What follows belongs to an exercise in optimizing a design on an open flow for small area, a short achievable clock period and few clock cycles; a production flow would make more cautious choices.
The RTL was checked by simulation tests, not by an equivalence proof against the original design.

==> flow/design.v <==
module fh_tdiv (
    input  wire               clk,
    input  wire               rst,
    input  wire               start,
    input  wire signed [19:0] e,
    input  wire signed [31:0] f,
    input  wire               e_sat,
    input  wire               f_sat,
    input  wire [39:0]        per,
    input  wire [2:0]         sh3,
    input  wire [3:0]         sh4,
    input  wire [1:0]         dec_phase,
    input  wire signed [16:0] tgt,
    input  wire signed [15:0] toff,
    input  wire [19:0]        tmin,
    output wire               ready,
    output reg                done,
    output reg  signed [15:0] t,
    output reg                lowq
);
    localparam NW = 89;    
    localparam DW = 63;    
    localparam S_IDLE = 2'd0;
    localparam S_DIV  = 2'd1;
    localparam S_FIN  = 2'd2;
    reg [1:0] state;
    assign ready = (state == S_IDLE);
    wire        no_div = ($signed({e[19], e}) <= $signed({1'b0, tmin})) || e_sat || f_sat;
    wire        f_neg  = f[31];
    wire [31:0] f_abs  = f_neg ? (~f + 32'd1) : f;
    wire [71:0]   fp     = f_abs * per;                        
    wire [NW-1:0] num2   = {{(NW-87){1'b0}}, fp, 15'd0} >> (15 - sh4);    
    wire [DW-1:0] den    = {{(DW-19){1'b0}}, e[18:0]} << (36 + sh3);     
    wire [NW-1:0] n_init = (num2 << 1) + {{(NW-DW){1'b0}}, den};
    wire [DW-1:0] d_init = den << 1;
    wire [41:0]        pp      = dec_phase * per;
    wire [16:0]        p_off   = (pp + 42'd33554432) >> 26;
    wire signed [16:0] tgt_h   = (tgt[16] ? (tgt + 17'sd1) : tgt) >>> 1;
    wire signed [19:0] off_sum = $signed({3'b000, p_off}) + tgt_h + toff;
    reg [NW-1:0]        n_reg;     
    reg [DW:0]          rem;
    reg [NW-1:0]        q;
    reg [DW-1:0]        d_reg;
    reg [6:0]           count;
    reg                 neg;
    reg                 skip;
    reg signed [19:0]   off_reg;
    wire [DW:0]   rem_sh  = {rem[DW-1:0], n_reg[NW-1]};
    wire          fits    = rem_sh >= {1'b0, d_reg};
    wire [DW:0]   rem_nx  = fits ? (rem_sh - {1'b0, d_reg}) : rem_sh;
    wire signed [NW+1:0] t_of  = skip ? {(NW+2){1'b0}} :
                                 neg  ? -$signed({2'b00, q}) : $signed({2'b00, q});
    wire signed [NW+1:0] t_sum = t_of + off_reg;
    wire                 t_hi  = t_sum > 32767;
    wire                 t_lo  = t_sum < -32768;
    always @(posedge clk) begin
        if (rst) begin
            state   <= S_IDLE;
            done    <= 1'b0;
            t       <= 16'sd0;
            lowq    <= 1'b0;
            n_reg   <= {NW{1'b0}};
            rem     <= {(DW+1){1'b0}};
            q       <= {NW{1'b0}};
            d_reg   <= {DW{1'b0}};
            count   <= 7'd0;
            neg     <= 1'b0;
            skip    <= 1'b0;
            off_reg <= 20'sd0;
        end else begin
            done <= 1'b0;
            case (state)
                S_IDLE: begin
                    if (start) begin
                        n_reg   <= n_init;
                        d_reg   <= d_init;
                        rem     <= {(DW+1){1'b0}};
                        q       <= {NW{1'b0}};
                        count   <= 7'd0;
                        neg     <= f_neg;
                        skip    <= no_div;
                        off_reg <= off_sum;
                        state   <= S_DIV;
                    end
                end
                S_DIV: begin
                    rem   <= rem_nx;
                    q     <= {q[NW-2:0], fits};
                    n_reg <= {n_reg[NW-2:0], 1'b0};
                    count <= count + 7'd1;
                    if (count == NW - 1)
                        state <= S_FIN;
                end
                default: begin
                    t     <= t_hi ? 16'sd32767 : t_lo ? -16'sd32768 : t_sum[15:0];
                    lowq  <= skip | t_hi | t_lo;
                    done  <= 1'b1;
                    state <= S_IDLE;
                end
            endcase
        end
    end
endmodule
==> flow/run.sh <==
#!/bin/bash
# synth_recipe.tcl (not shown) runs the flow's synth.tcl, then flattens the netlist and writes it again
# the make line also repeats each setting of config.mk as NAME=value (left out here)
make -C /OpenROAD-flow-scripts/flow DESIGN_CONFIG=/design/flow/config.mk WORK_HOME=/design/flow/orfs CLKGATE_MAP_FILE= SYNTH_SCRIPT=/design/flow/synth_recipe.tcl finish
==> flow/config.mk <==
export PLATFORM = sky130hd
export DESIGN_NAME = fh_tdiv
export DESIGN_NICKNAME = fh_tdiv
export VERILOG_FILES = /design/flow/design.v
export SDC_FILE = /design/flow/constraint.sdc
export NUM_CORES = 4
export LEC_CHECK = 0
export CAP_MARGIN = 20
export CORE_MARGIN = 2
export CORE_UTILIZATION = 40
export SLEW_MARGIN = 20
==> flow/constraint.sdc <==
create_clock -name core_clock -period 22.0 [get_ports {clk}]
set_input_delay 4.4000 -clock core_clock [delete_from_list [all_inputs] [get_ports {clk}]]
set_output_delay 4.4000 -clock core_clock [all_outputs]
set_load 0.01 [all_outputs]
==> run summary <==
[per-layer routing]
layer | vias to the layer above | routed length [um]
met5 | - | 0
met3 | 436 | 14200
met2 | 2081 | 114000
met4 | 0 | 11200
li1 | 29816 | -
met1 | 32601 | 103000
[logic make-up after synthesis]
logic type                 count (synthesis)  synth area share
DFF                                      318            0.0852
muxes                                    212            0.0306
buffers and inverters                   1999             0.101
adders and majority gates               1698             0.401
AOI/OAI and AO/OA                       1649             0.149
and+or+nand+nor                         3113             0.197
xor gates and xnor gates                 323            0.0379
other                                      1         0.0000502
[cells in the mapped netlist, drive strengths merged, types with 99 or more instances]
library cell / n
xor2: 160
dfxtp: 318
nor2: 528
and2: 458
nor3: 152
o21ai: 324
mux2i: 161
inv: 1425
fa: 1156
ha: 542
clkbuf: 517
nand3: 110
a22o: 109
a21o: 131
nand2: 1369
a21oi: 413
nand4: 99
xnor2: 163
[critical path, delay by kind of cell]
family,cells,cell delay (ns)
multiplexers,1,0.14
AO/OA/AOI/OAI,11,4.14
AND/OR/NAND/NOR,16,5.43
XOR/XNOR,1,0.15
adder cells (fa/ha/maj),10,4.94
buffers and inverters,7,1.26
[through the flow]
step | worst slack, ns | area (um^2) | hold slack (ns)
CTS | 2.12 | 79700 | 0.442
global route | 0.906 | 79700 | 0.471
global placement | 1.93 | 78500 | 0.425
finish | 1.94 | 79700 | 0.440
detailed placement | 1.55 | 78500 | 0.436
floorplan | 4.11 | 74700 | 0.410
[final timing paths]
check	slack (ns)	depth (start not counted)	end
min reg2reg	0.44	2	n_reg[74]$_SDFFE_PP0P_
min	0.44	2	n_reg[74]$_SDFFE_PP0P_
max reg2reg	12.63	27	t[5]$_SDFFE_PP0P_
max	1.94	46	n_reg[84]$_SDFFE_PP0P_
[final cells by class]
class | instances | share of cell area
timing repair buffer | 285 | 0.0320
clock buffer | 55 | 0.0141
sequential | 318 | 0.0799
antenna | 4 | 0.000126
inverter | 1426 | 0.0671
multi-input combinational | 7001 | 0.767
clock inverter | 11 | 0.00100
tap | 2480 | 0.0389
==> impl_metrics.py <==
metrics = {
    "clock_network": {
        "ctsHoldBuffers": 0,
        "postCtsResizedCells": 0,
        "cts_setup_buffers": 0,
        "cts_buffers": 37,
        "cts_htree_levels": 2,
        "root_buffer": "clkbuf_16",
        "insertion_delay_ns": 0.58,
        "clkTransAtPathRegs_ns": 0.06,
        "cts.sinks": 318,
        "cts_buffer_depth": 3,
        "cts_tree": "done",
    },
    "worst_setup_path": {
        "endpoint_kind": "flip-flop",
        "worstPathArrival_ns": 20.50,
        "crit_slowest_cell": "or4_1",
        "crit_type": "primary input to flip-flop",
        "reg2reg_from": "q[0]$_SDFFE_PP0P_",
        "crit_start": "f[2]",
        "setup.worst_path.start_class": "primary input",
        "worst_ep_required_time_ns": 22.44,
        "slowest_delay_ns": 0.76,
        "cpMostUsedCell": "fa_1",
        "cp_max_fo": 40,
    },
    "finish": {
        "multi_input_comb_area_um2": 61100,
        "largest_register_ffs": 89,
        "layout.nets": 10926,
        "fill_cells": 18847,
        "final_common_cell": "inv_1",
        "layout_common_cells": "inv_1 (1,420), nand2_1 (1,367), fa_1 (1,156)",
        "fin_util": 0.430,
        "drive_gt1_frac": 0.0377,
        "stdcell_count": 11580,
        "seq_area_um2": 6370,
        "area_growth_pct": 6.72,
    },
    "floorplanning": {
        "die_w_um": 436,
        "ios": 178,
        "core_area_um2": 185000,
        "die-area_um2": 190000,
        "row_count": 158,
        "fp.dieH_um": 436,
        "start_util": 0.403,
    },
    "global_routing": {
        "grt_first_pass_wirelength_um": 387000,
        "grt-ovfl-total": 0,
        "grt_use_met2": 0.427,
        "grt_use_met3": 0.0307,
        "use_met1": 0.335,
        "grt_max_degree": 92,
        "grt_pass1_vias": 66643,
        "grt_util_all_layers": 0.255,
        "grt_antenna_before_repair": 6,
        "busiest_layer": "met2",
    },
    "sta": {
        "relSlewSlack": 0.225,
        "rsz0062_at_grt": "false",
        "fin_crit_sh": 0.912,
        "fmax_mhz": 49.9,
        "tightest_slew_ns": 1.14,
        "slew_violations": 0,
        "finalSetupViolCount": 0,
        "hold_viol_final": 0,
        "setup_tns_ns": 0,
        "final.min_clock_period_ns": 20.06,
        "clock_skew_ns": 0.0357,
    },
    "routing": {
        "drc": 0,
        "avgViaCountPerCell": 5.61,
        "drtAntennaViolNets": 0,
        "dr.pass1.iters": 8,
        "vias": 64934,
        "wl_per_cell_um": 20.9,
        "drt_wl_total_um": 242000,
        "drtIter0Drc": 4860,
    },
    "synthesis": {
        "synth_area_per_cell_um2": 8.02,
        "synth-edff-count": 0,
        "ys_warn_count": 1,
        "synthTopCellsByArea": "fa_1 (31%), ha_1 (9.1%), dfxtp_1 (8.5%)",
        "yosysSeqAreaShare": 0.0852,
        "synthCells": 9313,
        "synthFlopType": "dfxtp_1",
        "yosys.area.top_type": "fa_1",
        "ys_ff_latch": 318,
        "netlist_area_um2": 74700,
        "synth_cell_types": 100,
        "ys_async_sr_fraction": 0,
        "yosysTopAreaCellShare": 0.310,
    },
    "outcome": {
        "status": "timing/DRC/antenna clean",
    },
    "worst_hold_path": {
        "worstHoldStart": "n_reg[74]$_SDFFE_PP0P_",
        "hold_path_class": "flip-flop to flip-flop",
    },
    "placed_design": {
        "place_congestion": 0.954,
        "portBuffers": 177,
        "dp_hpwl_um": 185000,
        "placed_cells": 11510,
    },
    "job": {
        "maxCapViolations": 0,
    },
}
Testbench counts, summed over its fixed seeds: cycles 109,208.

==> afterwards: timing with drivers on the ports <==
In the flow no input, the clock included, has a driving cell. The finished layout below was timed again as built, in two steps.
Step 1: set_driving_cell puts a clkbuf_16 on clk and a buf_2 on each other input, an assumption about the parent block.
Step 2 moves the port delays by t, midway between the first and last clock arrival at a register: inputs arrive t later, outputs are due t later. That takes back most of the time a late clock gives input paths.
a / b / c = no drivers / after step 1 / after step 2; a / b = the first two.
t, ns: 0.625
slack for setup (ns): 1.940 / 1.981 / 1.356
clock arrival spread, ns: 0.036 / 0.036
worst slew at a driven data input, ns: 0.30
cell pins on the clock port's net: 1
After both steps setup and hold are still met in this run. The setup slack of this run moves by +0.041 ns with the drivers and by -0.584 ns with both steps.
